This is an optimization exercise on Yosys and OpenROAD, whose aim is small area, a short achievable clock period and few clock cycles per item, not a production implementation.
The RTL was checked by simulation tests, not by an equivalence proof against the original design.

## old
==> flow/design.v (excerpt) <==
module sha256_lane (
    input  wire         clk,
    input  wire         rst_n,    
    input  wire         start,    
    input  wire         first,    
    input  wire [511:0] block,    
    output wire         ready,
    output reg          done,
    output wire [255:0] digest    
);
    localparam [31:0] IV0 = 32'h6a09e667, IV1 = 32'hbb67ae85,
                      IV2 = 32'h3c6ef372, IV3 = 32'ha54ff53a,
                      IV4 = 32'h510e527f, IV5 = 32'h9b05688c,
                      IV6 = 32'h1f83d9ab, IV7 = 32'h5be0cd19;
    function [31:0] knext;
        input [5:0] i;
        begin
            case (i)
                6'd0:  knext = 32'h71374491; 6'd1:  knext = 32'hb5c0fbcf;
                6'd2:  knext = 32'he9b5dba5; 6'd3:  knext = 32'h3956c25b;
                6'd4:  knext = 32'h59f111f1; 6'd5:  knext = 32'h923f82a4;
                6'd6:  knext = 32'hab1c5ed5; 6'd7:  knext = 32'hd807aa98;
                6'd8:  knext = 32'h12835b01; 6'd9:  knext = 32'h243185be;
                6'd10: knext = 32'h550c7dc3; 6'd11: knext = 32'h72be5d74;
                6'd12: knext = 32'h80deb1fe; 6'd13: knext = 32'h9bdc06a7;
  ...
==> flow/config.mk <==
export PLATFORM = sky130hd
export DESIGN_NAME = sha256_lane
export DESIGN_NICKNAME = sha256_lane
export VERILOG_FILES = /design/flow/design.v
export SDC_FILE = /design/flow/constraint.sdc
export NUM_CORES = 4
export LEC_CHECK = 0
export CAP_MARGIN = 20
export CORE_MARGIN = 2
export CORE_UTILIZATION = 40
export SETUP_SLACK_MARGIN = 5
export SLEW_MARGIN = 20
==> flow/constraint.sdc <==
create_clock -name core_clock -period 9.5 [get_ports {clk}]
set_input_delay 1.9000 -clock core_clock [delete_from_list [all_inputs] [get_ports {clk}]]
set_output_delay 1.9000 -clock core_clock [all_outputs]
set_load 0.01 [all_outputs]
standard.sh (not shown) runs the stock make flow with config.mk's settings and CLKGATE_MAP_FILE= SYNTH_SCRIPT=/design/flow/synth_recipe.tcl, a recipe that flattens the netlist after the stock synthesis.
==> flow/flow/run.sh <==
#!/bin/bash
# Standard layout, but with the smallest buffer on the ports (every port
# still gets its own buffer); each tool's output stays in orfs/logs.
set -euo pipefail
bash standard.sh BUFFER_PORTS_ARGS="-buffer_cell sky130_fd_sc_hd__buf_1" finish > standard_make.log 2>&1
Testbench counts of old, summed over its fixed seeds: cycles 50,136, blocks 783.
## Diff of input files: new against old
diff --git a/flow/design.v b/flow/design.v
--- a/flow/design.v
+++ b/flow/design.v
@@ -82,25 +82,26 @@
     wire       acc    = start & rdy;
     assign ready  = rdy;
     assign digest = {hv0, hv1, hv2, hv3, hv4, hv5, hv6, hv7};
     wire [31:0] big_s1 = {e[5:0], e[31:6]} ^ {e[10:0], e[31:11]} ^ {e[24:0], e[31:25]};
     wire [31:0] big_s0 = {a[1:0], a[31:2]} ^ {a[12:0], a[31:13]} ^ {a[21:0], a[31:22]};
     wire [31:0] ch     = (e & f) ^ (~e & g);
     wire [31:0] maj    = (a & b) | (c & (a | b));
     wire [31:0] f0     = (hv0 & {32{f_hv}}) | (IV0 & {32{f_iv}});
     wire [31:0] f4     = (hv4 & {32{f_hv}}) | (IV4 & {32{f_iv}});
-    wire [63:0] t1 = csa(p, big_s1, ch);           
-    wire [63:0] a2 = csa(big_s0, maj, f0);
-    wire [63:0] a3 = csa(t1[31:0], t1[63:32], a2[31:0]);
+    wire [63:0] a1 = csa(p, maj, f0);
+    wire [63:0] a2 = csa(big_s0, big_s1, ch);
+    wire [63:0] a3 = csa(a1[31:0], a1[63:32], a2[31:0]);
     wire [63:0] a4 = csa(a3[31:0], a3[63:32], a2[63:32]);
     wire [31:0] a_new = a4[31:0] + a4[63:32];
-    wire [63:0] e2 = csa(t1[31:0], t1[63:32], d);
-    wire [63:0] e3 = csa(e2[31:0], e2[63:32], f4);
+    wire [63:0] e1 = csa(p, d, f4);
+    wire [63:0] e2 = csa(e1[31:0], e1[63:32], ch);
+    wire [63:0] e3 = csa(e2[31:0], e2[63:32], big_s1);
     wire [31:0] e_new = e3[31:0] + e3[63:32];
     wire [31:0] xh  = pre ? (fst_nxt ? IV7 : r63 ? hv6 : hv7) : g;    
     wire [63:0] p1  = csa(xh, kq, w[0]);
     wire [31:0] p_new = p1[31:0] + p1[63:32];
     wire [31:0] ha  = fst_cur ? (r61 ? IV3 : r62 ? IV2 : IV1) : hv3;
     wire [31:0] he  = fst_cur ? (r61 ? IV7 : r62 ? IV6 : IV5) : hv7;
     wire [31:0] sum_a = ha + a;
     wire [31:0] sum_e = he + e;
     wire [31:0] sml_s0 = {w[1][6:0], w[1][31:7]}   ^ {w[1][17:0], w[1][31:18]}  ^ (w[1] >> 3);
==> run summary <==
The run showing the greater data arrival time of the critical path is old.
Relative to old, the relative area of clock buffers and inverters in the final design of new is higher by 0.34 points.
old → new: simple logic cell fraction of the synthesized area comparable; wire length has increased; area growth from synthesis to final layout moved up; area after synthesis picked up an extra about 2%.
Testbench counts of new, summed over its fixed seeds: cycles 50,136, blocks 783.

---

sha256_lane, a different RTL version from the one above (not shown whole).
For scale: roughly 5800 cells after synthesis, roughly 1100 flip-flops, ~770 I/O pins.
==> flow/design.v (excerpt) <==
module sha256_lane (
    input  wire         clk,
    input  wire         rst_n,    
    input  wire         start,    
    input  wire         first,    
    input  wire [511:0] block,    
    output wire         ready,
    output reg          done,
    output wire [255:0] digest    
);
export LEC_CHECK = 0
export CAP_MARGIN = 20
export CORE_MARGIN = 2
export CORE_UTILIZATION = 40
export SETUP_SLACK_MARGIN = 5
export SLEW_MARGIN = 20
create_clock -name core_clock -period 9.5 [get_ports {clk}]
Scripts as last shown in full above: flow/flow/run.sh
Testbench counts at the start, summed over its fixed seeds: cycles 50,136, blocks 783.
==> next run, changes <==
--- a/flow/design.v
+++ b/flow/design.v
@@ -59,20 +59,24 @@
         end
     endfunction
     reg        run;       
     reg  [5:0] cnt;       
     reg        pre;       
     reg        rdy;       
     reg        nrdy;      
     reg        r61, r62, r63;    
     reg        fst_cur;   
     reg        fst_nxt;   
+    reg        s_iv;      
+    reg        s_hv;      
+    reg        s_63;      
+    reg        s_sh;      
     reg [31:0] a, b, c, d, e, f, g;   
     reg [31:0] p;                     
     reg [31:0] kq;                    
     reg [31:0] f0, f4;                
     reg [31:0] hv0, hv1, hv2, hv3, hv4, hv5, hv6, hv7;    
     reg [31:0] w [0:15];              
     wire       nrun   = (run & ~r63) | pre;
     wire [5:0] cnt_n  = nrun ? cnt + 6'd1 : cnt;
     wire       acc    = start & rdy;
     assign ready  = rdy;
@@ -114,57 +118,59 @@
         if (!rst_n) begin
             run  <= 1'b0;
             cnt  <= 6'd63;
             pre  <= 1'b0;
             rdy  <= 1'b1;
             nrdy <= 1'b0;
             done <= 1'b0;
             r61  <= 1'b0;
             r62  <= 1'b0;
             r63  <= 1'b0;
+            s_iv <= 1'b0;
+            s_hv <= 1'b0;
+            s_63 <= 1'b0;
+            s_sh <= 1'b1;
         end else begin
             run  <= nrun;
             cnt  <= cnt_n;
             pre  <= acc;
             rdy  <= (~nrun & ~acc) | r61;
             nrdy <= ~((~nrun & ~acc) | r61);
             done <= r63;
             r61  <= run & (cnt == 6'd60);
             r62  <= r61;
             r63  <= r62;
+            s_iv <= acc & first;
+            s_hv <= acc & ~first & ~r62;
+            s_63 <= r62 & ~(acc & first);
+            s_sh <= ~acc & ~r62;
         end
     end
     always @(posedge clk) begin
         if (rdy)
             fst_nxt <= first;
         if (pre)
             fst_cur <= fst_nxt;
         for (i = 0; i < 16; i = i + 1)
             w[i] <= (block[511 - 32*i -: 32] & {32{rdy}}) |
                     ((i == 15 ? w_new : w[(i+1) % 16]) & {32{nrdy}});
         kq <= knext(cnt_n);
         p  <= p_new;
         f0 <= r62 ? s0 : 32'd0;
         f4 <= r62 ? s4 : 32'd0;
-        if (pre & fst_nxt) begin
-            a <= IV0; b <= IV1; c <= IV2; d <= IV3;
-            e <= IV4; f <= IV5; g <= IV6;
-        end else if (r63) begin
-            a <= a_new; b <= sum_a; c <= hv2; d <= hv3;
-            e <= e_new; f <= sum_e; g <= hv6;
-        end else if (pre) begin
-            a <= hv0; b <= hv1; c <= hv2; d <= hv3;
-            e <= hv4; f <= hv5; g <= hv6;
-        end else begin
-            a <= a_new; b <= a; c <= b; d <= c;
-            e <= e_new; f <= e; g <= f;
-        end
+        a <= (a_new & {32{s_63 | s_sh}}) | (hv0 & {32{s_hv}}) | (IV0 & {32{s_iv}});
+        b <= (sum_a & {32{s_63}}) | (a & {32{s_sh}}) | (hv1 & {32{s_hv}}) | (IV1 & {32{s_iv}});
+        c <= (hv2 & {32{s_63 | s_hv}}) | (b & {32{s_sh}}) | (IV2 & {32{s_iv}});
+        d <= (hv3 & {32{s_63 | s_hv}}) | (c & {32{s_sh}}) | (IV3 & {32{s_iv}});
+        e <= (e_new & {32{s_63 | s_sh}}) | (hv4 & {32{s_hv}}) | (IV4 & {32{s_iv}});
+        f <= (sum_e & {32{s_63}}) | (e & {32{s_sh}}) | (hv5 & {32{s_hv}}) | (IV5 & {32{s_iv}});
+        g <= (hv6 & {32{s_63 | s_hv}}) | (f & {32{s_sh}}) | (IV6 & {32{s_iv}});
         if (r61) begin
             hv3 <= sum_a; hv7 <= sum_e;
         end
         if (r62) begin
             hv2 <= sum_a; hv6 <= sum_e;
         end
         if (r63) begin
             hv0 <= a_new; hv1 <= sum_a;
             hv4 <= e_new; hv5 <= sum_e;
         end
The changed run completed without violations.
Global-route usage falls by 0.37 points.
Wire length decreases slightly.
Setup slack improved by 0.023 ns.
Die area fell slightly.
Synthesized area came out lower slightly.
Testbench counts after the change, summed over its fixed seeds: cycles 50,136, blocks 783.

separate check: timing with driven ports:
Ports are ideal in the flow. The routed layouts listed here were re-timed in OpenROAD.
Step 1 assumes that a clkbuf_16 drives the clock port and a buf_2 every other input.
Step 2, shift: input delay + t, output delay - t, t = (earliest + latest rising clock arrival at the registers) / 2. This alone moves slack from input paths to output paths.
Slacks: ideal ports / drivers / drivers and shift; pairs: ideal ports / drivers.
| run | t, ns | setup slack, ns | clock arrival spread, ns |
|---|---|---|---|
| old | 0.814 | 4.399 / 4.399 / 4.399 | 0.089 / 0.090 |
| new | 0.816 | 4.542 / 4.542 / 4.542 | 0.094 / 0.094 |
| the first run of note 2 | 0.842 | 4.482 / 4.482 / 4.482 | 0.088 / 0.087 |
| the second run of note 2 | 0.818 | 4.505 / 4.505 / 4.505 | 0.076 / 0.076 |
After both steps setup and hold are still met in every run listed.
